This design comes from an exercise in tuning for small area, a short achievable clock period and few clock cycles per item on the open sky130 flow, not from production work.
At most, simulation tests tie the RTL to the original design; equivalence was not proved.
The RTL of runs 3 to 6 was laid out without a check of its function.
No activity file was given, so power comes from the tool's default toggle rates.

### flow/config.mk
export PLATFORM = sky130hd
export DESIGN_NAME = mx_quant
export DESIGN_NICKNAME = mx_quant
export VERILOG_FILES = /design/flow/design.v
export SDC_FILE = /design/flow/constraint.sdc
export NUM_CORES = 4
export LEC_CHECK = 0
export ABC_AREA = 1
export CAP_MARGIN = 20
export CORE_MARGIN = 2
export CORE_UTILIZATION = 40
export SLEW_MARGIN = 20
### flow/constraint.sdc
create_clock -name core_clock -period 28.0 [get_ports {clk}]
set_input_delay 5.6000 -clock core_clock [delete_from_list [all_inputs] [get_ports {clk}]]
set_output_delay 5.6000 -clock core_clock [all_outputs]
set_load 0.01 [all_outputs]
### flow/design.v
module mx_quant (
    input  wire        clk,
    input  wire        rst,
    input  wire        in_valid,
    output wire        in_ready,
    input  wire [31:0] in_data,
    input  wire [15:0] in_rand,
    input  wire [3:0]  in_fmt,
    input  wire [1:0]  in_rmode,
    output wire        out_valid,
    input  wire        out_ready,
    output wire [7:0]  out_elem,
    output wire [7:0]  out_scale,
    output wire        out_last
);
    localparam [2:0] F_E4M3 = 3'd0;
    localparam [2:0] F_E5M2 = 3'd1;
    localparam [2:0] F_E3M2 = 3'd2;
    localparam [2:0] F_E2M3 = 3'd3;
    localparam [2:0] F_E2M1 = 3'd4;
    localparam [2:0] F_INT8 = 3'd5;
    localparam [1:0] RM_RTZ  = 2'd1;
    localparam [1:0] RM_STOC = 2'd2;
    localparam integer NS = 33;      
    reg  [48*NS-1:0] ring;
    wire [47:0] st0  = ring[47:0];
    wire [47:0] st31 = ring[48*31 +: 48];
    wire [47:0] st32 = ring[48*32 +: 48];
    reg  [5:0] head_n;    
    reg  [5:0] fill_n;    
    reg  [5:0] hpos;      
    reg  [5:0] tpos;      
    reg        s0_new;    
    reg        s0_first;  
    reg        rdy;       
    wire       empty     = (head_n == 6'd0) && (fill_n == 6'd0);
    wire       fill_full = (fill_n == 6'd32);
    wire       xfer      = fill_full && (head_n == 6'd0);
    wire       blk_ok    = (head_n != 6'd0) || fill_full;
    wire [5:0] fill_eff  = xfer ? 6'd0 : fill_n;
    wire [5:0] head_eff  = xfer ? 6'd32 : head_n;
    reg        r32_v, p2_v, out_v, q1_v;
    wire       out_fire = out_v && out_ready;
    wire [2:0] fl       = {2'd0, r32_v} + {2'd0, p2_v} + {2'd0, out_v} + {2'd0, q1_v};
    wire       credit   = (fl < 3'd3) || ((fl == 3'd3) && out_fire);
    wire       issue    = credit && !empty && (hpos == 6'd31) && blk_ok;
    assign in_ready = rdy;
    wire       ins      = in_valid && rdy;
    function rdy_next;
        input [5:0] hn;
        input [5:0] fn;
        input       tp0;
        reg   [6:0] tot;
        begin
            tot = {1'b0, hn} + {1'b0, fn};
            rdy_next = (((hn == 6'd0) && (fn == 6'd0)) || tp0) && (tot < 7'd33) &&
                       ((fn != 6'd32) || (hn == 6'd0));
        end
    endfunction
    wire tp_wrap = (tpos == 6'd32);
    wire rdy00 = rdy_next(head_eff,         fill_eff,         tp_wrap);
    wire rdy01 = rdy_next(head_eff,         fill_eff + 6'd1,  1'b1);
    wire rdy10 = rdy_next(head_eff - 6'd1,  fill_eff,         tp_wrap);
    wire rdy11 = rdy_next(head_eff - 6'd1,  fill_eff + 6'd1,  1'b1);
    always @(posedge clk) begin
        ring <= {ring[48*(NS-1)-1:0], ins ? {in_rand, in_data} : st32};
    end
    always @(posedge clk) begin
        if (rst) begin
            head_n <= 6'd0;
            fill_n <= 6'd0;
            s0_new <= 1'b0;
            rdy    <= 1'b1;
        end else begin
            head_n <= issue ? head_eff - 6'd1 : head_eff;
            fill_n <= ins ? fill_eff + 6'd1 : fill_eff;
            s0_new <= ins;
            case ({issue, ins})
                2'b00: rdy <= rdy00;
                2'b01: rdy <= rdy01;
                2'b10: rdy <= rdy10;
                default: rdy <= rdy11;
            endcase
        end
        s0_first <= (fill_eff == 6'd0);
        tpos <= (ins || tp_wrap) ? 6'd0 : tpos + 6'd1;
        if (empty)
            hpos <= 6'd0;
        else if (issue)
            hpos <= 6'd31;
        else
            hpos <= (hpos == 6'd32) ? 6'd0 : hpos + 6'd1;
    end
    reg [2:0]  fill_fmt;
    reg [1:0]  fill_rm;
    reg [7:0]  acc_max;
    reg [22:0] acc_or;
    reg        acc_spec;
    function [2:0] fmt_code;
        input [3:0] f;
        case (f)
            4'h5:    fmt_code = F_E5M2;
            4'h6:    fmt_code = F_E3M2;
            4'h7:    fmt_code = F_E2M3;
            4'h8:    fmt_code = F_E2M1;
            4'hC:    fmt_code = F_INT8;
            default: fmt_code = F_E4M3;
        endcase
    endfunction
    always @(posedge clk) begin
        if (ins && (fill_eff == 6'd0)) begin
            fill_fmt <= fmt_code(in_fmt);
            fill_rm  <= in_rmode;
        end
    end
    wire [7:0]  s0_e = st0[30:23];
    wire [22:0] s0_f = st0[22:0];
    reg  [7:0]  acc_max_n;
    reg  [22:0] acc_or_n;
    reg         acc_spec_n;
    always @(*) begin
        acc_max_n  = acc_max;
        acc_or_n   = acc_or;
        acc_spec_n = acc_spec;
        if (s0_new) begin
            if (s0_first) begin
                acc_max_n  = s0_e;
                acc_or_n   = s0_f;
                acc_spec_n = (s0_e == 8'hFF);
            end else begin
                acc_max_n  = (s0_e > acc_max) ? s0_e : acc_max;
                acc_or_n   = acc_or | s0_f;
                acc_spec_n = acc_spec | (s0_e == 8'hFF);
            end
        end
    end
    always @(posedge clk) begin
        acc_max  <= acc_max_n;
        acc_or   <= acc_or_n;
        acc_spec <= acc_spec_n;
    end
    function [4:0] lead_pos;
        input [22:0] f;
        integer i;
        begin
            lead_pos = 5'd0;
            for (i = 0; i < 23; i = i + 1)
                if (f[i])
                    lead_pos = i[4:0];
        end
    endfunction
    function [4:0] f_emax;
        input [2:0] c;
        case (c)
            F_E5M2:  f_emax = 5'd15;
            F_E3M2:  f_emax = 5'd4;
            F_E2M3:  f_emax = 5'd2;
            F_E2M1:  f_emax = 5'd2;
            F_INT8:  f_emax = 5'd0;
            default: f_emax = 5'd8;
        endcase
    endfunction
    function signed [9:0] f_emin;
        input [2:0] c;
        case (c)
            F_E5M2:  f_emin = -10'sd14;
            F_E3M2:  f_emin = -10'sd2;
            F_E2M3:  f_emin = 10'sd0;
            F_E2M1:  f_emin = 10'sd0;
            F_INT8:  f_emin = 10'sd0;
            default: f_emin = -10'sd6;
        endcase
    endfunction
    function [2:0] f_mbits;
        input [2:0] c;
        case (c)
            F_E5M2:  f_mbits = 3'd2;
            F_E3M2:  f_mbits = 3'd2;
            F_E2M3:  f_mbits = 3'd3;
            F_E2M1:  f_mbits = 3'd1;
            F_INT8:  f_mbits = 3'd6;
            default: f_mbits = 3'd3;
        endcase
    endfunction
    function [6:0] f_maxcode;
        input [2:0] c;
        case (c)
            F_E5M2:  f_maxcode = 7'h7B;
            F_E3M2:  f_maxcode = 7'h1F;
            F_E2M3:  f_maxcode = 7'h1F;
            F_E2M1:  f_maxcode = 7'h07;
            F_INT8:  f_maxcode = 7'h7F;
            default: f_maxcode = 7'h7E;
        endcase
    endfunction
    wire        [4:0] c_emax = f_emax(fill_fmt);
    wire signed [9:0] c_emin = f_emin(fill_fmt);
    wire        [4:0] c_r0   = 5'd23 - {2'd0, f_mbits(fill_fmt)};
    wire        nz_zero = (acc_max_n == 8'd0) && (acc_or_n == 23'd0);
    wire signed [9:0] nz_eb  = (acc_max_n != 8'd0) ? $signed({2'b00, acc_max_n})
                                                   : $signed({5'd0, lead_pos(acc_or_n)}) - 10'sd22;
    wire signed [9:0] nz_se  = nz_eb - $signed({5'd0, c_emax});       
    wire              nz_low = nz_se < 10'sd0;
    wire        [7:0] nz_scale = nz_low ? 8'h00 : nz_se[7:0];
    wire signed [9:0] nz_kb  = nz_low ? c_emin : nz_se + c_emin;        
    wire signed [9:0] nz_kbp = nz_low ? c_emin + $signed({5'd0, c_r0})
                                      : nz_se + c_emin + $signed({5'd0, c_r0});
    reg        [7:0] h_scale;    
    reg signed [9:0] h_kb;       
    reg signed [9:0] h_kbp;      
    reg        [2:0] h_fmt;
    reg        [1:0] h_rm;
    reg              h_zero;     
    always @(posedge clk) begin
        if (xfer) begin
            h_scale <= acc_spec_n ? 8'hFF : nz_zero ? 8'h00 : nz_scale;
            h_kb    <= nz_kb;
            h_kbp   <= nz_kbp;
            h_fmt   <= fill_fmt;
            h_rm    <= fill_rm;
            h_zero  <= acc_spec_n || nz_zero;
        end
    end
    wire [7:0]  a_e = st31[30:23];
    wire [22:0] a_f = st31[22:0];
    wire [23:0] a_m = {a_e != 8'd0, a_f};
    reg  [4:0]  a_lz;      
    reg  [5:0]  a_tz;      
    integer k;
    always @(*) begin
        a_lz = 5'd31;
        for (k = 0; k < 23; k = k + 1)
            if (a_f[k])
                a_lz = 5'd22 - k[4:0];
        a_tz = 6'd63;
        for (k = 23; k >= 0; k = k - 1)
            if (a_m[k])
                a_tz = k[5:0];
    end
    reg [4:0] x_lz;
    reg [5:0] x_tz;
    reg       x_last;
    always @(posedge clk) begin
        x_lz   <= a_lz;
        x_tz   <= a_tz;
        x_last <= (head_n == 6'd1);
        if (rst)
            r32_v <= 1'b0;
        else
            r32_v <= issue;
    end
    wire        b_s    = st32[31];
    wire [7:0]  b_e    = st32[30:23];
    wire [22:0] b_f    = st32[22:0];
    wire [15:0] b_r    = st32[47:32];
    wire        b_norm = (b_e != 8'd0);
    wire [23:0] b_m    = {b_norm, b_f};
    wire [2:0]  b_mb   = f_mbits(h_fmt);
    wire [4:0]  b_r0   = 5'd23 - {2'd0, b_mb};
    wire signed [9:0]  b_eb = b_norm ? $signed({2'b00, b_e}) : -$signed({5'd0, x_lz});
    wire signed [10:0] b_t  = $signed({b_eb[9], b_eb}) - $signed({h_kb[9], h_kb});
    wire               b_tp = !b_t[10] && (b_t != 11'sd0);
    wire signed [10:0] b_D  = $signed({h_kbp[9], h_kbp}) -
                              $signed({3'd0, b_e[7:1], b_e[0] | !b_norm});
    wire        [5:0]  b_L  = b_norm ? 6'd0 : {1'b0, x_lz} + 6'd1;
    wire signed [6:0]  b_F  = $signed({2'b00, b_r0}) - $signed({1'b0, b_L});
    wire        [5:0]  b_Dc = (b_D[10:6] != 5'd0) ? 6'd63 : b_D[5:0];
    wire        [5:0]  b_R  = b_tp ? b_F[5:0] : b_Dc;
    wire [39:0] b_w    = {b_m, 16'd0} >> b_R;
    wire [7:0]  b_n    = b_w[23:16];
    wire [15:0] b_d    = b_w[15:0];
    wire        b_rbit = b_w[15];
    wire        b_sticky = ({1'b0, x_tz} + 7'd2) <= {1'b0, b_R};
    reg b_ru;
    always @(*) begin
        case (h_rm)
            RM_RTZ:  b_ru = 1'b0;
            RM_STOC: b_ru = (b_d > b_r);
            default: b_ru = b_rbit & (b_sticky | b_n[0]);
        endcase
    end
    wire [4:0] b_ebias = b_tp ? b_t[4:0] : 5'd0;
    wire [7:0] b_pre   = ({3'd0, b_ebias} << b_mb) + b_n;
    reg        p2_last, p2_s, p2_ru, p2_zero;
    reg [6:0]  p2_pre;
    reg [2:0]  p2_fmt;
    reg [7:0]  p2_scale;
    wire p2_mv = p2_v && (!q1_v || out_fire);    
    wire p2_en = !p2_v || p2_mv;
    always @(posedge clk) begin
        if (rst)
            p2_v <= 1'b0;
        else if (p2_en)
            p2_v <= r32_v;
        if (p2_en) begin
            p2_last  <= x_last;
            p2_s     <= b_s;
            p2_ru    <= b_ru;
            p2_pre   <= b_pre[6:0];
            p2_fmt   <= h_fmt;
            p2_zero  <= h_zero;
            p2_scale <= h_scale;
        end
    end
    wire [7:0]  c_code = {1'b0, p2_pre} + {7'd0, p2_ru};
    wire [6:0]  c_max  = f_maxcode(p2_fmt);
    wire [6:0]  c_fp   = (c_code > {1'b0, c_max}) ? c_max : c_code[6:0];
    wire [7:0]  c_mag  = (c_code[7] && !p2_s) ? 8'd127 : c_code;    
    wire [7:0]  c_neg  = 8'd0 - c_mag;
    reg [7:0] c_elem;
    always @(*) begin
        if (p2_zero)
            c_elem = 8'h00;
        else begin
            case (p2_fmt)
                F_INT8:         c_elem = p2_s ? c_neg : c_mag;
                F_E3M2, F_E2M3: c_elem = {2'b00, p2_s, c_fp[4:0]};
                F_E2M1:         c_elem = {4'b0000, p2_s, c_fp[2:0]};
                default:        c_elem = {p2_s, c_fp[6:0]};
            endcase
        end
    end
    wire [16:0] c_ent = {p2_last, p2_scale, c_elem};
    reg [16:0] o_ent, q1_ent;
    always @(posedge clk) begin
        if (rst) begin
            out_v <= 1'b0;
            q1_v  <= 1'b0;
        end else begin
            if (!out_v || out_fire)
                out_v <= q1_v || p2_mv;
            if (q1_v)
                q1_v <= !out_fire || p2_mv;
            else
                q1_v <= out_v && !out_fire && p2_mv;
        end
        if (!out_v || out_fire)
            o_ent <= q1_v ? q1_ent : c_ent;
        if (q1_v ? out_fire : (out_v && !out_fire))
            q1_ent <= c_ent;
    end
    assign out_valid = out_v;
    assign out_elem  = o_ent[7:0];
    assign out_scale = o_ent[15:8];
    assign out_last  = o_ent[16];
endmodule
### flow/run.sh
#!/bin/bash
# synth_recipe.tcl (not shown) runs the flow's synth.tcl, then flattens the netlist and writes it again
# the make line also repeats each setting of config.mk as NAME=value (left out here)
make -C /OpenROAD-flow-scripts/flow DESIGN_CONFIG=/design/flow/config.mk WORK_HOME=/design/flow/orfs CLKGATE_MAP_FILE= SYNTH_SCRIPT=/design/flow/synth_recipe.tcl finish
==> results of run 1 <==
[layout make-up]
cell class	instances	area, µm²
clock inverters	71	978.4
multi-input cells	1503	8452
repair buffers	85	828.3
inverters	322	1209
fillers	10205	60150
well taps	1512	1892
flip-flops and latches	1754	36060
clock buffers	223	4616
diodes	2	5.005
[worst max-delay path by stage]
| stage | slack [ps] | end | start | cells after the start |
|---|---|---|---|---|
| floorplan | 21080 | q1_ent[0] | out_ready | 3 |
| global placement | 20520 | ring[35] | in_valid | 6 |
| detailed placement | 20450 | ring[44] | in_valid | 6 |
| CTS | 20600 | out_valid | out_v | 1 |
| global route | 20590 | out_valid | out_v | 1 |
| finish | 20670 | out_valid | out_v | 1 |
[sequential cells by signal, indices dropped and copies added (netlist names), 6 cells and up]
signal	flops
acc_max	8
acc_or	23
fill_n	6
h_kb	10
h_kbp	10
h_scale	8
head_n	6
hpos	6
o_ent	17
p2_pre	7
p2_scale	8
q1_ent	17
ring	1584
tpos	6
x_tz	6
[cell usage after synthesis, types with 21 or more instances]
master    instances
inv_1           309
nor3_1           26
xor2_1           48
nor2_1          167
nand2_1         520
o21ai_1          24
nand4_1          21
a21oi_1          99
ha_1            122
clkbuf_1         25
nand3_1         149
o21ai_0         139
dfxtp_1        1659
edfxtp_1         95
[power breakdown]
group          switching, µW  internal, µW
sequential              83.6          2820
combinational            313           179
clock                    928          1290
[routing by layer]
layer	GRT usage, %	wire length [µm]
met4	6.250	2846
met2	19.57	32660
met1	20.36	41120
met5	0	34
met3	3.147	4680
[cell families (layout without fill, tap and decap cells)]
kind of cell / Yosys count / count (layout) / share of synthesized area [%]
multiplexers: 1 / 1 / 0.02177
flip-flops: 1754 / 1754 / 78.43
AND/OR/NAND/NOR: 946 / 946 / 8.838
other: 1 / 3 / 0.008155
AO/OA/AOI/OAI: 358 / 358 / 4.454
XOR/XNOR: 63 / 63 / 1.200
adder cells (fa/ha/maj): 134 / 134 / 3.842
buffers and inverters: 374 / 701 / 3.208
[stage by stage]
step	instances	utilization [%]
2_1_floorplan	3631	-
3_3_place_gp	5176	42.43
3_5_place_dp	5176	42.43
4_1_cts	5470	47.32
5_1_grt	5470	47.32
6_report	5472	47.33
==> flow_metrics.py, run 1 <==
metrics = {
    "cts": {
        "cts_made_buffers": 161,
        "hold_buffers": 0,
        "cts_buffer_depth": 3,
        "htreeDepth": 4,
        "cts_tree": "yes",
        "post_cts_resized": 0,
        "insertion_delay_ps": 760,
        "cts_sinks": 1754,
        "clk_pin_slew_ps": 60,
        "cts_setup_buffers": 0,
        "root_buffer": "clkbuf_16",
    },
    "hold_path": {
        "min-delay-start": "ring[1301]",
        "hold_class": "flip-flop to flip-flop",
        "hold_path_end": "ring[1349]",
        "whs_path_depth": 0,
    },
    "placed_design": {
        "dp_hpwl_mm": 54.99,
        "io_buffers": 76,
        "gp_congestion": 0.8989,
        "place_ws_ps": 20450,
        "dpl-instance-area_mm2": 0.04845,
    },
    "power_and_ir_drop": {
        "p_per_area_mw_per_mm2": 104.0,
        "peakVddDrop_uv": 64.42,
        "p_leak_uw": 0.02356,
        "power_uw": 5620,
    },
    "timing": {
        "rsz0062_at_grt": "no",
        "period_minus_slack_ps": 7328,
        "worst_pin_slew_ps": 944.7,
        "skew_ps": 43.02,
        "fin_crit_sh_pct": 26.17,
        "timing.fmax_ghz": 0.1365,
        "whs_ps": 286.2,
        "hold_violations": 0,
        "setup_viol": 0,
        "worst_slack_ps": 20670,
        "fin_tns_setup_ps": 0,
        "slew_viol_final": 0,
        "slew_headroom_pct": 36.87,
    },
    "setup_path": {
        "cp_max_fo": 5,
        "crit_arrival_ps": 1730,
        "worstPathRequired_ps": 22400,
        "crit_type": "flip-flop to primary output",
        "worst-path-buf-inv": 1,
        "slowest_stage": "clkdlybuf4s50_1",
        "r2r_start": "ring[1560]",
        "r2r.worst_path.cells": 36,
        "critPathMaxStageDelay_ps": 570,
        "r2r_end": "p2_pre[6]",
        "crit_path_cell_trace": "clkdlybuf4s50_1",
        "r2r_setup_slack_ps": 21310,
        "cpLargestDelayFamily": "buffers and inverters",
        "endpoint_kind": "primary output",
        "setup.worst_path.start_class": "flip-flop",
    },
    "global_route": {
        "antenna_found_initial": 13,
        "grt_max_degree": 81,
        "grt_pass1_vias": 22782,
        "grt_pass1_wl_mm": 126.6,
        "grtUsageTotal_pct": 13.93,
        "grt_overflow": 0,
    },
    "cells_and_area": {
        "final_common_cell": "dfxtp_1",
        "areaGrowthSynthToFinish_pct": 17.53,
        "stdcell_area_mm2": 0.05404,
        "final_cell_mix": "1659 x dfxtp_1, 520 x nand2_1, 309 x inv_1",
        "drive_gt1_share_pct": 8.464,
        "layout.nets": 4019,
    },
    "status": {
        "outcome": "complete, no violations",
    },
    "detailed_routing": {
        "routed_wl_mm": 81.34,
        "antenna_left": 0,
        "wl_per_cell_um": 14.87,
        "drtIter0Drc": 1598,
        "drcViolationCount": 0,
        "num_vias": 23813,
        "via_per_inst": 4.352,
        "dr.pass1.iters": 5,
    },
    "synthesis": {
        "synth-edff-count": 95,
        "synth_cells": 3631,
        "synthesis.nets": 3823,
        "ys.flop_type": "dfxtp_1",
        "syn_area_mm2": 0.04598,
        "yosysTopAreaCellShare_pct": 72.22,
        "ys_top_cells_by_area": "dfxtp_1 72%, edfxtp_1 6.2%, nand2_1 4.2%, ha_1 3.3%, inv_1 2.5%",
        "synth.ff_latch_count": 1754,
        "synthDistinctLibCells": 63,
        "ys_async_sr_fraction_pct": 0,
        "synth_top_area_cell": "dfxtp_1",
        "synth_area_per_cell_um2": 12.66,
        "synth-warning-count": 1,
        "ys_seq_area_share_pct": 78.43,
    },
    "floorplan": {
        "die_y_um": 343.1,
        "rows": 124,
        "start_util_pct": 40.27,
        "coreArea_mm2": 0.1142,
        "ios": 77,
        "die_w_um": 343.1,
        "dieArea_mm2": 0.1177,
    },
    "run": {
        "cap_violations": 0,
    },
}
Testbench counts, summed over its fixed seeds: cycles 12,568, items 384.
==> run 2: changes to the inputs <==
--- a/flow/config.mk
+++ b/flow/config.mk
@@ -6,5 +6,4 @@
 export NUM_CORES = 4
 export LEC_CHECK = 0
-export ABC_AREA = 1
 export CAP_MARGIN = 20
 export CORE_MARGIN = 2
==> flow_metrics.py, run 2 <==
metrics = {
    "detailed_routing": {
        "drcViolationCount": 0,
        "via_per_inst": 4.528,
        "num_vias": 23529,
        "routed_wl_mm": 81.61,
        "antenna_left": 0,
        "drtIter0Drc": 1438,
        "wl_per_cell_um": 15.71,
        "dr.pass1.iters": 6,
    },
    "power_and_ir_drop": {
        "p_leak_uw": 0.02255,
        "peakVddDrop_uv": 75.74,
        "p_seq_share_pct": 52.3,
        "p_switching_uw": 1268,
        "p_clk_share_pct": 38.9,
        "power_frac_comb_pct": 8.8,
        "internal_power_uw": 4285,
        "netSwitchingFraction_pct": 22.84,
        "p_per_area_mw_per_mm2": 102.2,
    },
    "cells_and_area": {
        "layout.nets": 3742,
        "multiInputGateArea_mm2": 0.009593,
        "final_common_cell": "dfxtp_1",
        "drive_gt1_share_pct": 8.883,
        "stdcell_area_mm2": 0.05434,
        "final_cell_mix": "1659 x dfxtp_1, 209 x nand2_1, 162 x clkbuf_16",
        "fillers": 10154,
        "regArea_mm2": 0.03606,
        "areaGrowthSynthToFinish_pct": 16.88,
        "top_regs": "ring (1584), acc_or (23)",
        "largest_reg_flops": 1584,
        "fin_cells": 5196,
        "largest-register": "ring",
    },
    "cts": {
        "cts_made_buffers": 155,
        "cts_setup_buffers": 0,
        "post_cts_resized": 0,
        "root_buffer": "clkbuf_16",
        "hold_buffers": 0,
        "cts_tree": "yes",
        "cts_sinks": 1754,
        "cts_buffer_depth": 3,
        "clk_pin_slew_ps": 60,
        "htreeDepth": 4,
        "insertion_delay_ps": 750,
    },
    "setup_path": {
        "crit_arrival_ps": 8780,
        "critPathMaxStageDelay_ps": 590,
        "r2r_setup_slack_ps": 19720,
        "crit_type": "flip-flop to flip-flop",
        "slowest_stage": "or4_4",
        "endpoint_kind": "flip-flop",
        "setup.worst_path.start_class": "flip-flop",
        "cp_max_fo": 24,
        "worstPathRequired_ps": 28500,
    },
    "floorplan": {
        "coreArea_mm2": 0.1157,
        "die_w_um": 344.9,
        "rows": 125,
        "ios": 77,
        "start_util_pct": 40.17,
        "dieArea_mm2": 0.1190,
        "die_y_um": 344.9,
    },
    "placed_design": {
        "dpl-instance-area_mm2": 0.04894,
        "gp_congestion": 0.8903,
        "io_buffers": 76,
        "dp_hpwl_mm": 55.06,
        "place_inst": 4917,
    },
    "synthesis": {
        "synth.ff_latch_count": 1754,
        "synth_cells": 3383,
        "ys_async_sr_fraction_pct": 0,
        "syn_area_mm2": 0.04649,
        "synth_area_per_cell_um2": 13.74,
        "yosysMostFrequentCell": "dfxtp_1",
        "synth-edff-count": 95,
        "yosys-top-cells-count": "1659 x dfxtp_1, 209 x nand2_1, 147 x nor2_1, 133 x inv_1, 122 x ha_1",
        "ys.flop_type": "dfxtp_1",
        "synth_top_area_cell": "dfxtp_1",
        "yosysTopAreaCellShare_pct": 71.43,
        "synthesis.nets": 3575,
        "ys_seq_area_share_pct": 77.57,
        "synth-warning-count": 1,
        "synthDistinctLibCells": 87,
        "ys_top_cells_by_area": "dfxtp_1 71%, edfxtp_1 6.1%, ha_1 3.3%, nand2_1 1.7%, a21oi_1 1.3%",
    },
    "global_route": {
        "grtUsageTotal_pct": 13.79,
        "grt_pass1_wl_mm": 126.4,
        "antenna_found_initial": 5,
        "grt_max_degree": 46,
        "grt_overflow": 0,
        "grt_pass1_vias": 22529,
    },
    "timing": {
        "skew_ps": 18.32,
        "fin_tns_setup_ps": 0,
        "worst_pin_slew_ps": 1098,
        "rsz0062_at_grt": "no",
        "timing.fmax_ghz": 0.1208,
        "slew_viol_final": 0,
        "fin_crit_sh_pct": 29.58,
        "setup_viol": 0,
        "hold_violations": 0,
        "whs_ps": 308.3,
        "slew_headroom_pct": 26.23,
        "period_minus_slack_ps": 8281,
    },
    "status": {
        "outcome": "complete, no violations",
    },
    "hold_path": {
        "hold_class": "flip-flop to flip-flop",
    },
    "run": {
        "cap_violations": 0,
    },
}
==> run 2: changes by cell type in the layout (fill, tap and decap cells not counted), sizes merged, moves of 44 or more <==
cell,previous run,this run
nand2,535,212
inv,336,151
nand3,154,46
mux2i,1,52
o21ai,165,116
nor3,26,70
==> run 2: stage by stage <==
stage                     power, µW  util (%)  setup slack, ps
after global placement         3437     42.28            19460
after CTS                      5622     46.94            19390
after floorplan                3274         -            21240
after detailed placement       3446     42.29            19380
final                          5554     46.96            19720
after global routing           5813     46.95            19180
==> run 2: critical path: cells and delay by family (launching register included) <==
family	cells	cell delay (ps)
muxes	3	1080
DFF	1	320
and+or+nand+nor	14	3570
xor gates and xnor gates	1	140
buffers and inverters	2	370
adders and majority gates	2	740
AOI/OAI and AO/OA	10	1810
==> run 2: logic make-up after synthesis <==
group,share of synthesized area (%)
other,0.008065
adder cells (fa/ha/maj),3.821
AND/OR/NAND/NOR,6.289
flip-flops,77.57
buffers and inverters,1.843
XOR/XNOR,1.771
AO/OA/AOI/OAI,6.854
multiplexers,1.846
==> run 2: worst paths after layout <==
check,startpoint,to,cells after the start
worst min-delay path,ring[226],ring[274],0
worst max-delay path,ring[1564],p2_ru,32
worst min register to register,ring[226],ring[274],0
worst max register to register,ring[1564],p2_ru,32
==> run 2: power groups by stage <==
stage / sequential (µW) / combinational [µW] / clock (µW)
after detailed placement: 2960 / 484 / 0
after global placement: 2960 / 480 / 0
after floorplan: 2920 / 354 / 0
after CTS: 2910 / 488 / 2220
after global routing: 2930 / 551 / 2330
final: 2910 / 488 / 2160
==> run 2: layout make-up <==
cell class / count / area share [%]
Sequential cell: 1754 / 66.36
Multi-Input combinational cell: 1410 / 17.65
Clock buffer: 224 / 8.532
Tap cell: 1524 / 3.509
Timing Repair Buffer: 90 / 1.593
Clock inverter: 53 / 1.381
Inverter: 139 / 0.9601
Antenna cell: 2 / 0.009209
==> run 2: layer usage <==
metal | wire, µm | share of wire (%) | global-route usage, % | vias to the layer above
met5 | 13 | 0.016 | 0 | -
met4 | 2288 | 2.8 | 5.970 | 2
met3 | 4362 | 5.3 | 2.891 | 160
met2 | 33290 | 41 | 19.57 | 529
met1 | 41660 | 51 | 20.20 | 11074
li1 | - | - | - | 11764
==> run 3: changes to the inputs <==
--- a/flow/design.v
+++ b/flow/design.v
@@ -34,4 +34,5 @@
     reg        s0_first;  
     reg        rdy;       
+    reg        wfree;     
     wire       empty     = (head_n == 6'd0) && (fill_n == 6'd0);
     wire       fill_full = (fill_n == 6'd32);
@@ -58,4 +59,14 @@
         end
     endfunction
+    function free_next;
+        input [5:0] hn;
+        input [5:0] fn;
+        input       tp0;
+        reg   [6:0] tot;
+        begin
+            tot = {1'b0, hn} + {1'b0, fn};
+            free_next = (((hn == 6'd0) && (fn == 6'd0)) || tp0) && (tot < 7'd33);
+        end
+    endfunction
     wire tp_wrap = (tpos == 6'd32);
     wire rdy00 = rdy_next(head_eff,         fill_eff,         tp_wrap);
@@ -63,6 +74,10 @@
     wire rdy10 = rdy_next(head_eff - 6'd1,  fill_eff,         tp_wrap);
     wire rdy11 = rdy_next(head_eff - 6'd1,  fill_eff + 6'd1,  1'b1);
+    wire fre00 = free_next(head_eff,        fill_eff,         tp_wrap);
+    wire fre01 = free_next(head_eff,        fill_eff + 6'd1,  1'b1);
+    wire fre10 = free_next(head_eff - 6'd1, fill_eff,         tp_wrap);
+    wire fre11 = free_next(head_eff - 6'd1, fill_eff + 6'd1,  1'b1);
     always @(posedge clk) begin
-        ring <= {ring[48*(NS-1)-1:0], ins ? {in_rand, in_data} : st32};
+        ring <= {ring[48*(NS-1)-1:0], wfree ? {in_rand, in_data} : st32};
     end
     always @(posedge clk) begin
@@ -72,4 +87,5 @@
             s0_new <= 1'b0;
             rdy    <= 1'b1;
+            wfree  <= 1'b1;
         end else begin
             head_n <= issue ? head_eff - 6'd1 : head_eff;
@@ -82,4 +98,10 @@
                 default: rdy <= rdy11;
             endcase
+            case ({issue, ins})
+                2'b00: wfree <= fre00;
+                2'b01: wfree <= fre01;
+                2'b10: wfree <= fre10;
+                default: wfree <= fre11;
+            endcase
         end
         s0_first <= (fill_eff == 6'd0);
@@ -92,5 +114,5 @@
             hpos <= (hpos == 6'd32) ? 6'd0 : hpos + 6'd1;
     end
-    reg [2:0]  fill_fmt;
+    reg [3:0]  fill_fmt_raw;
     reg [1:0]  fill_rm;
     reg [7:0]  acc_max;
@@ -109,9 +131,10 @@
     endfunction
     always @(posedge clk) begin
-        if (ins && (fill_eff == 6'd0)) begin
-            fill_fmt <= fmt_code(in_fmt);
-            fill_rm  <= in_rmode;
+        if (wfree && (fill_eff == 6'd0)) begin
+            fill_fmt_raw <= in_fmt;
+            fill_rm      <= in_rmode;
         end
     end
+    wire [2:0]  fill_fmt = fmt_code(fill_fmt_raw);
     wire [7:0]  s0_e = st0[30:23];
     wire [22:0] s0_f = st0[22:0];
--- a/flow/config.mk
+++ b/flow/config.mk
@@ -6,6 +6,9 @@
 export NUM_CORES = 4
 export LEC_CHECK = 0
+export ABC_AREA = 1
 export CAP_MARGIN = 20
 export CORE_MARGIN = 2
 export CORE_UTILIZATION = 40
+export CTS_CLUSTER_DIAMETER = 80
+export CTS_CLUSTER_SIZE = 30
 export SLEW_MARGIN = 20
==> flow_metrics.py, run 3 <==
metrics = {
    "synthesis": {
        "ys.flop_type": "dfxtp_1",
        "synth-warning-count": 1,
        "yosys-top-cells-count": "1660 x dfxtp_1, 542 x nand2_1, 304 x inv_1, 188 x nor2_1, 147 x nand3_1",
        "synth.ff_latch_count": 1756,
        "synth_top_area_cell": "dfxtp_1",
        "ys_top_cells_by_area": "dfxtp_1 72%, edfxtp_1 6.2%, nand2_1 4.4%, ha_1 3.3%, inv_1 2.5%",
        "syn_area_mm2": 0.04620,
        "ys_seq_area_share_pct": 78.17,
        "synthesis.nets": 3858,
        "synth_area_per_cell_um2": 12.60,
        "synthDistinctLibCells": 69,
        "yosysTopAreaCellShare_pct": 71.93,
        "yosysMostFrequentCell": "dfxtp_1",
        "synth_cells": 3667,
        "synth-edff-count": 96,
        "ys_async_sr_fraction_pct": 0,
    },
    "timing": {
        "period_minus_slack_ps": 7232,
        "slew_viol_final": 0,
        "rsz0062_at_grt": "no",
        "worst_slack_ps": 20770,
        "setup_viol": 0,
        "skew_ps": 36.84,
        "slew_headroom_pct": 34.28,
        "whs_ps": 300.2,
        "fin_tns_setup_ps": 0,
        "worst_pin_slew_ps": 983.5,
        "fin_crit_sh_pct": 25.83,
        "timing.fmax_ghz": 0.1383,
        "hold_violations": 0,
    },
    "global_route": {
        "grt_pass1_vias": 21535,
        "grt_overflow": 0,
        "antenna_found_initial": 4,
        "grt_max_degree": 51,
        "grtUsageTotal_pct": 13.04,
        "grt_pass1_wl_mm": 119.7,
    },
    "placed_design": {
        "dp_hpwl_mm": 53.91,
        "place_inst": 5204,
        "io_buffers": 76,
        "place_ws_ps": 20070,
        "gp_congestion": 0.8987,
    },
    "detailed_routing": {
        "routed_wl_mm": 77.45,
        "drcViolationCount": 0,
        "wl_per_cell_um": 14.59,
        "antenna_left": 0,
        "num_vias": 23189,
        "via_per_inst": 4.369,
        "drtIter0Drc": 1414,
        "dr.pass1.iters": 5,
    },
    "cells_and_area": {
        "fillers": 10470,
        "n_antenna_cell": 0,
        "top_regs": "ring (1584), acc_or (23)",
        "finish.utilization_pct": 44.49,
        "drive_gt1_share_pct": 4.347,
        "areaGrowthSynthToFinish_pct": 10.24,
        "fin_cells": 5308,
        "final_common_cell": "dfxtp_1",
        "largest_reg_flops": 1584,
        "final_cell_mix": "1659 x dfxtp_1, 542 x nand2_1, 304 x inv_1",
        "layout.nets": 3960,
        "largest-register": "ring",
    },
    "cts": {
        "cts_setup_buffers": 0,
        "clk_pin_slew_ps": 100,
        "root_buffer": "clkbuf_16",
        "htreeDepth": 3,
        "cts_buffer_depth": 3,
        "post_cts_resized": 0,
        "cts_tree": "yes",
        "insertion_delay_ps": 690,
        "cts_made_buffers": 75,
        "cts_sinks": 1756,
        "hold_buffers": 0,
    },
    "floorplan": {
        "rows": 124,
        "die_y_um": 343.9,
        "coreArea_mm2": 0.1145,
        "dieArea_mm2": 0.1182,
        "ios": 77,
        "die_w_um": 343.9,
        "start_util_pct": 40.35,
    },
    "setup_path": {
        "cp_max_fo": 18,
        "crit_arrival_ps": 7820,
        "worstPathRequired_ps": 28590,
        "crit_type": "primary input to flip-flop",
        "r2r_setup_slack_ps": 20870,
        "setup.worst_path.start_class": "primary input",
        "endpoint_kind": "flip-flop",
    },
    "power_and_ir_drop": {
        "p_per_area_mw_per_mm2": 93.78,
        "p_leak_uw": 0.02205,
        "peakVddDrop_uv": 63.87,
    },
    "status": {
        "outcome": "complete, no violations",
    },
    "run": {
        "cap_violations": 0,
    },
    "hold_path": {
        "hold_class": "flip-flop to flip-flop",
    },
}
[run 3: changes by cell type after synthesis, moves of 31 or more]
| cell | previous run | this run |
|---|---|---|
| a21o_1 | 33 | 2 |
| clkbuf_1 | 62 | 26 |
| inv_1 | 133 | 304 |
| mux2i_1 | 52 | 0 |
| nand2_1 | 209 | 542 |
| nand3_1 | 45 | 147 |
| nor2_1 | 147 | 188 |
| nor3_1 | 69 | 25 |
| xnor2_1 | 48 | 14 |
[run 3: path summary, 6_finish.rpt]
check / start / to / cells past startpoint
worst max-delay path: out_ready / rdy / 8
worst min-delay path: ring[586] / ring[634] / 0
worst max register to register: s0_new / h_kbp[9] / 44
worst min register to register: ring[586] / ring[634] / 0
[run 3: cells by family after synthesis]
family | Yosys count | synth area share (%)
buf+inv | 373 | 3.242
other cells | 1 | 0.008116
simple gates | 997 | 9.262
xor+xnor | 59 | 1.118
flops | 1756 | 78.17
compound gates | 348 | 4.409
fa+ha+maj | 133 | 3.797
[run 3: per-layer routing]
layer  track usage (%)  up-vias  wire length [µm]
met5                 0        -                 0
met4             4.031        0              2054
met3             2.901      127              3879
met2             19.02      380             31640
met1             19.21    10855             39880
li1                  -    11827                 -
[run 3: worst max-delay path, cell delays in order]
cell and delay (ps):
clkdlybuf4s50_1 490, nand2_1 80, a311oi_1 300, nand2_1 420, a2111oi_0 420, o211ai_1 200, a31o_2 240, o2111ai_1 60
[run 3: area by class of cell]
type	instances	area, µm²	share of cell area (%)
flip-flops and latches	1756	36120	70.91
multi-input cells	1538	8594	16.87
clock buffers	85	1967	3.861
well taps	1512	1892	3.714
inverters	316	1186	2.329
repair buffers	82	805.8	1.582
clock inverters	19	372.9	0.7320
[run 3: per-stage QoR]
stage | total power [µW] | instance area [µm²]
after floorplan | 3370 | 46200
after global placement | 3538 | 48600
after detailed placement | 3546 | 48600
after CTS | 4838 | 50940
after global routing | 5022 | 50940
final | 4777 | 50940
[run 3: where the power goes]
part	leakage, µW	switching (µW)	internal (µW)
Combinational	0.00599	350	190
Sequential	0.0149	92.8	2850
Clock	0.00112	757	532
==> run 4: changes to the inputs <==
==> flow/flow/run.sh (new file) <==
#!/bin/bash
# The standard layout (the standard.sh, unchanged synthesis), with ORFS's
# timing repair asked to leave at least SETUP_SLACK_MARGIN ns of setup slack
# at the design's clock period, so that it works on the design's slowest
# paths although the design's period leaves them plenty of slack.
set -euo pipefail
export SETUP_SLACK_MARGIN=21
bash standard.sh > standard.log 2>&1
==> flow/standard.sh (new file) <==
#!/bin/bash
# synth_recipe.tcl (not shown) runs the flow's synth.tcl, then flattens the netlist and writes it again
# the make line also repeats each setting of config.mk as NAME=value (left out here)
make -C /OpenROAD-flow-scripts/flow DESIGN_CONFIG=/design/flow/config.mk WORK_HOME=/design/flow/orfs CLKGATE_MAP_FILE= SYNTH_SCRIPT=/design/flow/synth_recipe.tcl "${@:-finish}"
removed: flow/run.sh
==> flow_metrics.py, run 4 <==
metrics = {
    "setup_path": {
        "crit_arrival_ps": 1340,
        "r2r.worst_path.cells": 32,
        "worstPathRequired_ps": 22400,
        "critPathMaxStageDelay_ps": 370,
        "crit_path_cell_trace": "dlygate4sd2_1",
        "worst-path-buf-inv": 1,
        "r2r_setup_slack_ps": 21560,
        "endpoint_kind": "primary output",
        "r2r_end": "p2_pre[6]",
        "crit_type": "flip-flop to primary output",
        "cp_max_fo": 1,
        "r2r_start": "ring[1565]",
        "setup.worst_path.start_class": "flip-flop",
        "cpLargestDelayFamily": "flip-flops",
        "slowest_stage": "edfxtp_1",
    },
    "synthesis": {
        "yosysMostFrequentCell": "dfxtp_1",
        "ys_async_sr_fraction_pct": 0,
        "synth_cells": 3667,
        "ys.flop_type": "dfxtp_1",
        "synth_top_area_cell": "dfxtp_1",
        "synthDistinctLibCells": 69,
        "yosys-top-cells-count": "1660 x dfxtp_1, 542 x nand2_1, 304 x inv_1, 188 x nor2_1, 147 x nand3_1",
        "synth.ff_latch_count": 1756,
        "synth-edff-count": 96,
        "yosysTopAreaCellShare_pct": 71.93,
        "synth_area_per_cell_um2": 12.60,
        "synthesis.nets": 3858,
        "syn_area_mm2": 0.04620,
        "ys_top_cells_by_area": "dfxtp_1 72%, edfxtp_1 6.2%, nand2_1 4.4%, ha_1 3.3%, inv_1 2.5%",
        "ys_seq_area_share_pct": 78.17,
        "synth-warning-count": 1,
    },
    "detailed_routing": {
        "wl_per_cell_um": 14.60,
        "drcViolationCount": 0,
        "antenna_left": 0,
        "routed_wl_mm": 77.50,
        "dr.pass1.iters": 5,
        "via_per_inst": 4.375,
        "num_vias": 23227,
        "drtIter0Drc": 1449,
    },
    "floorplan": {
        "die_w_um": 343.9,
        "dieArea_mm2": 0.1182,
        "rows": 124,
        "ios": 77,
        "start_util_pct": 40.35,
        "die_y_um": 343.9,
        "coreArea_mm2": 0.1145,
    },
    "global_route": {
        "grtUsageTotal_pct": 13.05,
        "antenna_found_initial": 4,
        "grt_overflow": 0,
        "grt_pass1_wl_mm": 119.8,
        "grt_pass1_vias": 21546,
        "grt_max_degree": 51,
    },
    "cells_and_area": {
        "final_common_cell": "dfxtp_1",
        "areaGrowthSynthToFinish_pct": 10.30,
        "top_regs": "ring (1584), acc_or (23)",
        "drive_gt1_share_pct": 4.556,
        "fin_cells": 5309,
        "largest-register": "ring",
        "layout.nets": 3961,
        "fillers": 10465,
        "n_antenna_cell": 0,
        "largest_reg_flops": 1584,
        "final_cell_mix": "1657 x dfxtp_1, 541 x nand2_1, 304 x inv_1",
    },
    "hold_path": {
        "whs_path_depth": 0,
        "hold_path_end": "ring[654]",
        "min-delay-start": "ring[606]",
        "hold_class": "flip-flop to flip-flop",
    },
    "power_and_ir_drop": {
        "internal_power_uw": 3577,
        "p_switching_uw": 1197,
        "power_frac_comb_pct": 11.3,
        "netSwitchingFraction_pct": 25.07,
        "p_per_area_mw_per_mm2": 93.67,
        "peakVddDrop_uv": 63.88,
        "p_clk_share_pct": 27.0,
        "p_seq_share_pct": 61.7,
        "p_leak_uw": 0.02208,
    },
    "timing": {
        "fin_crit_sh_pct": 24.77,
        "timing.fmax_ghz": 0.1442,
        "slew_headroom_pct": 33.94,
        "slew_viol_final": 0,
        "setup_viol": 0,
        "worst_pin_slew_ps": 988.4,
        "skew_ps": 34.84,
        "fin_tns_setup_ps": 0,
        "rsz0062_at_grt": "no",
        "hold_violations": 0,
        "period_minus_slack_ps": 6935,
    },
    "cts": {
        "cts_buffer_depth": 3,
        "root_buffer": "clkbuf_16",
        "htreeDepth": 3,
        "cts_sinks": 1756,
        "insertion_delay_ps": 690,
        "hold_buffers": 0,
        "cts_made_buffers": 75,
        "cts_tree": "yes",
        "clk_pin_slew_ps": 110,
    },
    "placed_design": {
        "gp_congestion": 0.8987,
        "dp_hpwl_mm": 53.91,
        "place_inst": 5204,
        "io_buffers": 76,
    },
    "run": {
        "cap_violations": 0,
    },
    "status": {
        "outcome": "complete, no violations",
    },
}
==> run 4: final cells by class <==
cell class,count,area [µm²],share of cell area (%)
Timing Repair Buffer,83,809.5,1.588
Sequential cell,1756,36120,70.88
Tap cell,1512,1892,3.712
Multi-Input combinational cell,1538,8611,16.90
Clock buffer,85,1967,3.859
Inverter,316,1189,2.332
Clock inverter,19,372.9,0.7316
==> run 4: timing repair <==
action	in CTS	in global routing
setup buffers	1	0
pin swaps	1	0
setup endpoints to repair	24	16
gates resized for setup	36	9
==> run 4: kinds of logic (layout without fill, tap and decap cells) <==
kind of cell | after synthesis | after routing | share of synthesized area, %
AO/OA/AOI/OAI | 348 | 348 | 4.409
AND/OR/NAND/NOR | 997 | 997 | 9.262
flip-flops | 1756 | 1756 | 78.17
XOR/XNOR | 59 | 59 | 1.118
buffers and inverters | 373 | 503 | 3.242
other | 1 | 1 | 0.008116
adder cells (fa/ha/maj) | 133 | 133 | 3.797
==> run 4: metrics by stage <==
| stage | setup slack, ps | util (%) | hold WS, ps | area [µm²] | power [µW] |
|---|---|---|---|---|---|
| after floorplan | 21080 | - | 309.6 | 46200 | 3370 |
| after global placement | 20100 | 42.44 | 309.8 | 48600 | 3538 |
| after detailed placement | 20070 | 42.44 | 312.1 | 48600 | 3546 |
| after CTS | 21000 | 44.49 | 296.7 | 50940 | 4837 |
| after global routing | 20990 | 44.51 | 293.5 | 50960 | 5022 |
| final | 21060 | 44.51 | 301.7 | 50960 | 4774 |
==> run 4: metal layers <==
layer,up-vias,part of all wire [%],track usage [%]
met1,10880,51,19.21
met4,0,2.6,4.031
met5,-,0,0
met2,380,41,19.05
met3,127,5.3,2.901
li1,11840,-,-
==> run 4: power by group through the flow <==
| stage | registers [µW] | logic [µW] | clock network, µW |
|---|---|---|---|
| 2_1_floorplan | 2960 | 409 | 0 |
| 3_3_place_gp | 3000 | 536 | 0 |
| 3_5_place_dp | 3010 | 540 | 0 |
| 4_1_cts | 2950 | 542 | 1340 |
| 5_1_grt | 2980 | 621 | 1420 |
| 6_report | 2950 | 539 | 1290 |
==> run 4: worst register-to-register path: cells and delay by family (launching register included) <==
| kind | cells | cell delay, ps |
|---|---|---|
| simple gates | 18 | 2600 |
| buf+inv | 6 | 1190 |
| compound gates | 4 | 1100 |
| fa+ha+maj | 2 | 680 |
| flops | 1 | 330 |
| xor+xnor | 2 | 300 |
==> run 4: worst max path at each step <==
stage	to	cells after the start	from	slack (ps)
after floorplan	q1_ent[0]	3	out_ready	21080
after global placement	rdy	8	out_ready	20100
after detailed placement	rdy	8	out_ready	20070
after CTS	out_valid	1	out_v	21000
after global routing	rdy	8	out_ready	20990
final	out_scale[4]	1	o_ent[12]	21060
==> run 5: changes to the inputs <==
--- a/flow/design.v
+++ b/flow/design.v
@@ -35,5 +35,5 @@
     reg        rdy;       
     reg        wfree;     
-    wire       empty     = (head_n == 6'd0) && (fill_n == 6'd0);
+    wire       empty;
     wire       fill_full = (fill_n == 6'd32);
     wire       xfer      = fill_full && (head_n == 6'd0);
@@ -48,34 +48,18 @@
     assign in_ready = rdy;
     wire       ins      = in_valid && rdy;
-    function rdy_next;
-        input [5:0] hn;
-        input [5:0] fn;
-        input       tp0;
-        reg   [6:0] tot;
-        begin
-            tot = {1'b0, hn} + {1'b0, fn};
-            rdy_next = (((hn == 6'd0) && (fn == 6'd0)) || tp0) && (tot < 7'd33) &&
-                       ((fn != 6'd32) || (hn == 6'd0));
-        end
-    endfunction
-    function free_next;
-        input [5:0] hn;
-        input [5:0] fn;
-        input       tp0;
-        reg   [6:0] tot;
-        begin
-            tot = {1'b0, hn} + {1'b0, fn};
-            free_next = (((hn == 6'd0) && (fn == 6'd0)) || tp0) && (tot < 7'd33);
-        end
-    endfunction
+    reg  [5:0] cnt;       
+    wire c0  = (cnt == 6'd0);
+    assign empty = c0;
+    wire c1  = (cnt == 6'd1);
+    wire c32 = (cnt == 6'd32);
+    wire c33 = (cnt == 6'd33);
     wire tp_wrap = (tpos == 6'd32);
-    wire rdy00 = rdy_next(head_eff,         fill_eff,         tp_wrap);
-    wire rdy01 = rdy_next(head_eff,         fill_eff + 6'd1,  1'b1);
-    wire rdy10 = rdy_next(head_eff - 6'd1,  fill_eff,         tp_wrap);
-    wire rdy11 = rdy_next(head_eff - 6'd1,  fill_eff + 6'd1,  1'b1);
-    wire fre00 = free_next(head_eff,        fill_eff,         tp_wrap);
-    wire fre01 = free_next(head_eff,        fill_eff + 6'd1,  1'b1);
-    wire fre10 = free_next(head_eff - 6'd1, fill_eff,         tp_wrap);
-    wire fre11 = free_next(head_eff - 6'd1, fill_eff + 6'd1,  1'b1);
+    wire n_tp0   = ins || tp_wrap;
+    wire n_empty = ins ? 1'b0 : (issue ? c1 : c0);
+    wire n_full  = (ins && !issue) ? c32 : (ins || !issue) ? c33 : 1'b0;
+    wire n_f32   = ins ? (fill_eff == 6'd31) : (fill_full && !xfer);
+    wire n_h0    = xfer ? 1'b0 : issue ? (head_n == 6'd1) : (head_n == 6'd0);
+    wire n_free  = (n_empty || n_tp0) && !n_full;
+    wire n_rdy   = n_free && (!n_f32 || n_h0);
     always @(posedge clk) begin
         ring <= {ring[48*(NS-1)-1:0], wfree ? {in_rand, in_data} : st32};
@@ -85,4 +69,5 @@
             head_n <= 6'd0;
             fill_n <= 6'd0;
+            cnt    <= 6'd0;
             s0_new <= 1'b0;
             rdy    <= 1'b1;
@@ -92,16 +77,7 @@
             fill_n <= ins ? fill_eff + 6'd1 : fill_eff;
             s0_new <= ins;
-            case ({issue, ins})
-                2'b00: rdy <= rdy00;
-                2'b01: rdy <= rdy01;
-                2'b10: rdy <= rdy10;
-                default: rdy <= rdy11;
-            endcase
-            case ({issue, ins})
-                2'b00: wfree <= fre00;
-                2'b01: wfree <= fre01;
-                2'b10: wfree <= fre10;
-                default: wfree <= fre11;
-            endcase
+            rdy    <= n_rdy;
+            wfree  <= n_free;
+            cnt    <= cnt + {5'd0, ins} - {5'd0, issue};
         end
         s0_first <= (fill_eff == 6'd0);
--- a/flow/flow/run.sh
+++ b/flow/flow/run.sh
@@ -5,4 +5,4 @@
 # paths although the design's period leaves them plenty of slack.
 set -euo pipefail
-export SETUP_SLACK_MARGIN=21
+export SETUP_SLACK_MARGIN=21.5
 bash standard.sh > standard.log 2>&1
==> flow_metrics.py, run 5 <==
metrics = {
    "setup_path": {
        "setup.worst_path.start_class": "primary input",
        "critPathLaunch": "out_ready",
        "worstPathRequired_ps": 28570,
        "cp_max_fo": 3,
        "crit_end": "cnt[4]",
        "endpoint_kind": "flip-flop",
        "r2r_end": "p2_pre[6]",
        "r2r.worst_path.cells": 33,
        "crit_arrival_ps": 7730,
        "crit_type": "primary input to flip-flop",
        "r2r_setup_slack_ps": 22010,
        "r2r_start": "ring[1563]",
    },
    "cts": {
        "cts_buffer_depth": 3,
        "htreeDepth": 3,
        "cts_sinks": 1762,
        "cts_tree": "yes",
        "insertion_delay_ps": 690,
        "hold_buffers": 0,
        "clk_pin_slew_ps": 110,
        "cts_made_buffers": 74,
        "root_buffer": "clkbuf_16",
    },
    "synthesis": {
        "synth_cells": 3478,
        "synth_top_area_cell": "dfxtp_1",
        "synth-edff-count": 96,
        "yosysMostFrequentCell": "dfxtp_1",
        "yosysTopAreaCellShare_pct": 73.62,
        "synth_area_per_cell_um2": 13.02,
        "yosys-top-cells-count": "1666 x dfxtp_1, 430 x nand2_1, 290 x inv_1, 170 x nor2_1, 151 x o21ai_0",
        "synth-warning-count": 1,
        "synth.ff_latch_count": 1762,
        "ys_seq_area_share_pct": 79.99,
        "synthDistinctLibCells": 64,
        "ys_top_cells_by_area": "dfxtp_1 74%, edfxtp_1 6.4%, nand2_1 3.6%, ha_1 2.9%, inv_1 2.4%",
        "ys.flop_type": "dfxtp_1",
        "syn_area_mm2": 0.04530,
        "ys_async_sr_fraction_pct": 0,
        "synthesis.nets": 3650,
    },
    "cells_and_area": {
        "drive_gt1_share_pct": 6.815,
        "final_cell_mix": "1662 x dfxtp_1, 423 x nand2_1, 281 x inv_1",
        "layout.nets": 3785,
        "top_regs": "ring (1584), acc_or (23)",
        "areaGrowthSynthToFinish_pct": 11.27,
        "largest-register": "ring",
        "largest_reg_flops": 1584,
        "final_common_cell": "dfxtp_1",
        "fillers": 10260,
    },
    "floorplan": {
        "coreArea_mm2": 0.1123,
        "rows": 123,
        "ios": 77,
        "die_w_um": 340.5,
        "dieArea_mm2": 0.1160,
        "start_util_pct": 40.32,
        "die_y_um": 340.5,
    },
    "detailed_routing": {
        "wl_per_cell_um": 13.89,
        "dr.pass1.iters": 7,
        "routed_wl_mm": 71.43,
        "drcViolationCount": 0,
        "antenna_left": 0,
        "drtIter0Drc": 1436,
        "via_per_inst": 4.299,
        "num_vias": 22100,
    },
    "global_route": {
        "antenna_found_initial": 9,
        "grt_pass1_wl_mm": 111.6,
        "grt_max_degree": 55,
        "grt_pass1_vias": 20792,
        "grtUsageTotal_pct": 12.21,
        "grt_overflow": 0,
    },
    "timing": {
        "slew_headroom_pct": 33.79,
        "setup_viol": 0,
        "worst_pin_slew_ps": 993.2,
        "whs_ps": 308.0,
        "period_minus_slack_ps": 7158,
        "skew_ps": 37.33,
        "hold_violations": 0,
        "slew_viol_final": 0,
        "fin_tns_setup_ps": 0,
        "timing.fmax_ghz": 0.1397,
        "fin_crit_sh_pct": 25.56,
        "rsz0062_at_grt": "yes",
    },
    "power_and_ir_drop": {
        "power_frac_comb_pct": 16.0,
        "p_clk_share_pct": 22.4,
        "netSwitchingFraction_pct": 27.08,
        "p_switching_uw": 1542,
        "internal_power_uw": 4152,
        "peakVddDrop_uv": 63.93,
        "p_per_area_mw_per_mm2": 113.0,
        "p_leak_uw": 0.02155,
        "p_seq_share_pct": 61.6,
    },
    "status": {
        "outcome": "complete, no violations",
    },
    "placed_design": {
        "dp_hpwl_mm": 48.46,
        "io_buffers": 76,
        "gp_congestion": 0.8150,
    },
    "run": {
        "cap_violations": 0,
    },
    "hold_path": {
        "hold_class": "flip-flop to flip-flop",
    },
}
-- run 5: changes by cell type after synthesis, moves of 8 or more --
cell,before,now
inv_1,304,290
nand2_1,542,430
ha_1,121,105
o21ai_0,126,151
o21ai_1,30,15
nand4_1,28,20
o211ai_1,10,19
xor2_1,45,36
nor2_1,188,170
mux2_2,0,10
nand3_1,147,119
-- run 5: worst max-delay path, cell delays in order --
cell and delay (ps):
buf_8 80, nand2_4 40, a311o_1 270, nor4_2 190
inv_1 130, nor2_4 170, ha_4 220, inv_2 60
ha_4 130, inv_2 30, fa_2 340, nor2_1 100
nor2_1 50, nor2_1 90, nor2_1 60, o21ai_1 120
a21oi_1 50
-- run 5: layer usage --
layer | vias up | global-route usage [%] | routed length, µm
met2 | 393 | 18.89 | 31000
met1 | 10233 | 17.33 | 35310
met3 | 109 | 2.167 | 3405
met4 | 0 | 4.029 | 1702
li1 | 11365 | - | -
met5 | - | 0 | 0
-- run 5: how the worst min path moves through the flow --
stage	startpoint	endpoint	slack [ps]	cells past startpoint
floorplan	ring[952]	ring[1000]	310	0
global placement	ring[492]	ring[540]	310	0
detailed placement	ring[1042]	ring[1090]	310	0
CTS	ring[1036]	ring[1084]	310	0
global route	ring[552]	ring[600]	310	0
finish	ring[552]	ring[600]	310	0
-- run 5: layout make-up --
cell class	count	area, µm²	area share (%)
Inverter	306	1181	2.343
Multi-Input combinational cell	1367	7900	15.67
Tap cell	1500	1877	3.723
Clock buffer	86	1971	3.909
Clock inverter	16	305.3	0.6056
Sequential cell	1762	36250	71.91
Antenna cell	2	5.005	0.009929
Timing Repair Buffer	102	922.1	1.829
-- run 5: power by group through the flow --
| stage | clock network (µW) | logic (µW) | registers (µW) |
|---|---|---|---|
| CTS | 1330 | 905 | 3520 |
| global route | 1410 | 1040 | 3590 |
| finish | 1270 | 912 | 3510 |
| detailed placement | 0 | 896 | 3570 |
| global placement | 0 | 884 | 3560 |
| floorplan | 0 | 675 | 3470 |
-- run 5: logic make-up (layout without fill, tap and decap cells) --
logic type / after synthesis / after routing / share of synthesized area, %
buffers and inverters: 350 / 510 / 3.052
adders and majority gates: 114 / 114 / 3.298
muxes: 11 / 11 / 0.2707
DFF: 1762 / 1762 / 79.99
AOI/OAI and AO/OA: 371 / 372 / 4.698
xor gates and xnor gates: 47 / 47 / 0.9087
other: 1 / 3 / 0.008278
and+or+nand+nor: 822 / 822 / 7.778
-- run 5: repair_timing --
action,CTS,global route
cloned,1,0
pin swaps,11,6
setup buffers,16,7
gates resized for setup,114,42
endpoints found under the setup margin,57,50
-- run 5: stage by stage --
step | power (µW) | area, µm² | utilization, % | instances | worst slack, ps
5_1_grt | 6037 | 50400 | 44.86 | 5139 | 20650
2_1_floorplan | 4143 | 45360 | - | 3478 | 20320
3_3_place_gp | 4440 | 47800 | 42.55 | 5013 | 19530
3_5_place_dp | 4468 | 47800 | 42.55 | 5013 | 19530
6_report | 5694 | 50410 | 44.87 | 5141 | 20840
4_1_cts | 5757 | 50210 | 44.69 | 5132 | 20810
==> run 6: changes to the inputs <==
--- a/flow/flow/run.sh
+++ b/flow/flow/run.sh
@@ -5,4 +5,4 @@
 # paths although the design's period leaves them plenty of slack.
 set -euo pipefail
-export SETUP_SLACK_MARGIN=21.5
+export SETUP_SLACK_MARGIN=22.5
 bash standard.sh > standard.log 2>&1
==> flow_metrics.py, run 6 <==
metrics = {
    "setup_path": {
        "r2r_start": "x_lz[1]",
        "r2r.worst_path.cells": 28,
        "crit_top_cell": "nor2_1",
        "critPathMaxStageDelay_ps": 360,
        "cpLargestDelayFamily": "adder cells",
        "r2r_end": "p2_ru",
        "critPathLaunch": "out_ready",
        "worst-path-buf-inv": 4,
        "crit_arrival_ps": 7730,
        "setup.worst_path.start_class": "primary input",
        "endpoint_kind": "flip-flop",
        "crit_path_cell_trace": "buf_8, nand2_4, a311o_1, nor4_4, inv_2, nor2_4, ha_4, inv_2, ha_4, inv_2, fa_2, nor2_1, nor2_1, nor2_1, nor2_1, o21ai_1, a21oi_1",
        "slowest_stage": "fa_2",
        "cp_max_fo": 2,
        "crit_type": "primary input to flip-flop",
        "worstPathRequired_ps": 28580,
        "r2r_setup_slack_ps": 22420,
    },
    "timing": {
        "worst_pin_slew_ps": 1096,
        "fin_crit_sh_pct": 25.52,
        "hold_violations": 0,
        "setup_viol": 0,
        "slew_viol_final": 0,
        "timing.fmax_ghz": 0.1400,
        "period_minus_slack_ps": 7145,
        "fin_tns_setup_ps": 0,
        "skew_ps": 40.30,
        "rsz0062_at_grt": "yes",
        "slew_headroom_pct": 26.91,
    },
    "floorplan": {
        "start_util_pct": 40.32,
        "coreArea_mm2": 0.1123,
        "rows": 123,
        "dieArea_mm2": 0.1160,
        "die_y_um": 340.5,
        "die_w_um": 340.5,
        "ios": 77,
    },
    "global_route": {
        "grt_pass1_wl_mm": 118.0,
        "grt_overflow": 0,
        "grt_max_degree": 52,
        "antenna_found_initial": 0,
        "grt_pass1_vias": 21344,
        "grtUsageTotal_pct": 12.91,
    },
    "cells_and_area": {
        "top_regs": "ring (1584), acc_or (23)",
        "final_cell_mix": "1658 x dfxtp_1, 363 x nand2_1, 261 x inv_1",
        "areaGrowthSynthToFinish_pct": 16.49,
        "fillers": 9950,
        "drive_gt1_share_pct": 15.56,
        "layout.nets": 3895,
        "largest_reg_flops": 1584,
        "final_common_cell": "dfxtp_1",
        "stdcell_area_mm2": 0.05277,
        "largest-register": "ring",
    },
    "power_and_ir_drop": {
        "netSwitchingFraction_pct": 27.87,
        "power_frac_comb_pct": 19.2,
        "p_leak_uw": 0.02253,
        "internal_power_uw": 4268,
        "p_seq_share_pct": 59.4,
        "p_switching_uw": 1649,
        "p_per_area_mw_per_mm2": 112.1,
        "p_clk_share_pct": 21.3,
        "peakVddDrop_uv": 73.64,
    },
    "synthesis": {
        "ys.flop_type": "dfxtp_1",
        "ys_seq_area_share_pct": 79.99,
        "synth_cells": 3478,
        "syn_area_mm2": 0.04530,
        "synth_top_area_cell": "dfxtp_1",
        "yosys-top-cells-count": "1666 x dfxtp_1, 430 x nand2_1, 290 x inv_1, 170 x nor2_1, 151 x o21ai_0",
        "synthDistinctLibCells": 64,
        "synth.ff_latch_count": 1762,
        "ys_async_sr_fraction_pct": 0,
        "synth_area_per_cell_um2": 13.02,
        "synthesis.nets": 3650,
        "yosysMostFrequentCell": "dfxtp_1",
        "synth-warning-count": 1,
        "synth-edff-count": 96,
        "yosysTopAreaCellShare_pct": 73.62,
        "ys_top_cells_by_area": "dfxtp_1 74%, edfxtp_1 6.4%, nand2_1 3.6%, ha_1 2.9%, inv_1 2.4%",
    },
    "detailed_routing": {
        "wl_per_cell_um": 14.70,
        "via_per_inst": 4.368,
        "dr.pass1.iters": 7,
        "num_vias": 22925,
        "antenna_left": 0,
        "routed_wl_mm": 77.16,
        "drcViolationCount": 0,
        "drtIter0Drc": 1529,
    },
    "placed_design": {
        "gp_congestion": 0.8533,
        "io_buffers": 76,
        "dp_hpwl_mm": 49.44,
        "dpl-instance-area_mm2": 0.04821,
    },
    "cts": {
        "cts_tree": "yes",
        "clk_pin_slew_ps": 110,
        "cts_sinks": 1762,
        "root_buffer": "clkbuf_16",
        "htreeDepth": 3,
        "hold_buffers": 0,
        "insertion_delay_ps": 680,
        "cts_made_buffers": 74,
        "cts_buffer_depth": 3,
    },
    "hold_path": {
        "hold_path_end": "ring[919]",
        "whs_path_depth": 0,
        "hold_class": "flip-flop to flip-flop",
        "min-delay-start": "ring[871]",
    },
    "status": {
        "outcome": "complete, no violations",
    },
    "run": {
        "cap_violations": 0,
    },
}
[run 6: cell counts after synthesis]
Identical to the previous run, type by type.
[run 6: what timing repair did]
| item | in CTS | in global routing |
|---|---|---|
| gates cloned | 11 | 4 |
| pin swaps | 38 | 118 |
| setup buffers | 52 | 67 |
| endpoints found under the hold margin | 0 | 0 |
| gates resized for setup | 317 | 234 |
| setup endpoints to repair | 202 | 138 |
[run 6: kinds of logic (layout without fill, tap and decap cells)]
family                   Yosys count  after routing  synth area share [%]
flip-flops                      1762           1762                 79.99
AND/OR/NAND/NOR                  822            833                 7.778
AO/OA/AOI/OAI                    371            372                 4.698
buffers and inverters            350            607                 3.052
adder cells (fa/ha/maj)          114            114                 3.298
XOR/XNOR                          47             47                0.9087
multiplexers                      11             11                0.2707
other                              1              2              0.008278
[run 6: worst register-to-register path, delay by kind of cell (launching register included)]
| kind | cells | cell delay [ps] |
|---|---|---|
| AO/OA/AOI/OAI | 11 | 1940 |
| adder cells (fa/ha/maj) | 4 | 1220 |
| AND/OR/NAND/NOR | 9 | 1080 |
| buffers and inverters | 4 | 650 |
| flip-flops | 1 | 440 |
[run 6: how the worst max path moves through the flow]
stage / end / depth (start not counted)
after global routing: cnt[4] / 17
after floorplan: cnt[4] / 16
final: cnt[4] / 17
after global placement: cnt[4] / 17
after CTS: cnt[4] / 17
after detailed placement: cnt[4] / 17
[run 6: metrics by stage]
step           worst slack (ps)  hold WS, ps  std cells  power, µW  utilization (%)
4_1_cts                   20780        313.6       5176       5811            45.74
3_3_place_gp              19490        309.6       5013       4467            42.92
2_1_floorplan             20320        309.6       3478       4168                -
5_1_grt                   20780        310.4       5247       6264            46.97
3_5_place_dp              19450        312.1       5013       4488            42.92
6_report                  20850        314.8       5248       5917            46.97
[run 6: cell type report]
type                            instances  area (µm²)  share of cell area [%]
Inverter                              306        1250                   2.369
Clock buffer                           82        1946                   3.687
Multi-Input combinational cell       1378        9293                   17.61
Clock inverter                         18       286.5                  0.5429
Tap cell                             1500        1877                   3.556
Sequential cell                      1762       36260                   68.71
Timing Repair Buffer                  201        1859                   3.523
Antenna cell                            1       2.502                0.004742
[run 6: power groups by stage]
stage / Sequential [µW] / Clock (µW) / Combinational, µW
after floorplan: 3470 / 0 / 699
after global placement: 3560 / 0 / 905
after detailed placement: 3570 / 0 / 914
after CTS: 3530 / 1310 / 972
after global routing: 3600 / 1400 / 1270
final: 3520 / 1260 / 1140
[run 6: routing by layer]
layer / vias up / wire (µm) / track usage (%)
li1: 11600 / - / -
met1: 10808 / 39350 / 19.43
met2: 402 / 32680 / 19.07
met3: 115 / 3359 / 2.039
met4: 0 / 1770 / 3.901
met5: - / 0 / 0

-- what the ideal ports hide --
In the flow no input, the clock included, has a driving cell. The finished layouts below were timed again as built, in two steps. Step 1 assumes that a clkbuf_16 drives the clock port and a buf_2 every other input. Step 2 also shifts input and output timing later by t, the mid clock arrival at the registers, as if the neighbouring blocks saw the same clock. Three values: no drivers, after step 1, after step 2; two values: the first two.
run | t, ns | slack for setup (ns) | worst setup path after step 2
run 1 | 0.805 | 20.672 / 20.607 / 20.450 | input to register
run 2 | 0.817 | 19.719 / 19.719 / 19.719 | register to register
run 3 | 0.726 | 20.768 / 20.731 / 20.083 | input to register
run 4 | 0.726 | 21.065 / 21.000 / 20.397 | input to register
run 5 | 0.735 | 20.842 / 20.853 / 20.118 | input to register
run 6 | 0.720 | 20.855 / 20.869 / 20.149 | input to register
After both steps setup and hold are still met in every run listed. The setup slack of run 5, which loses most, moves by +0.011 ns with the drivers and by -0.724 ns with both steps.
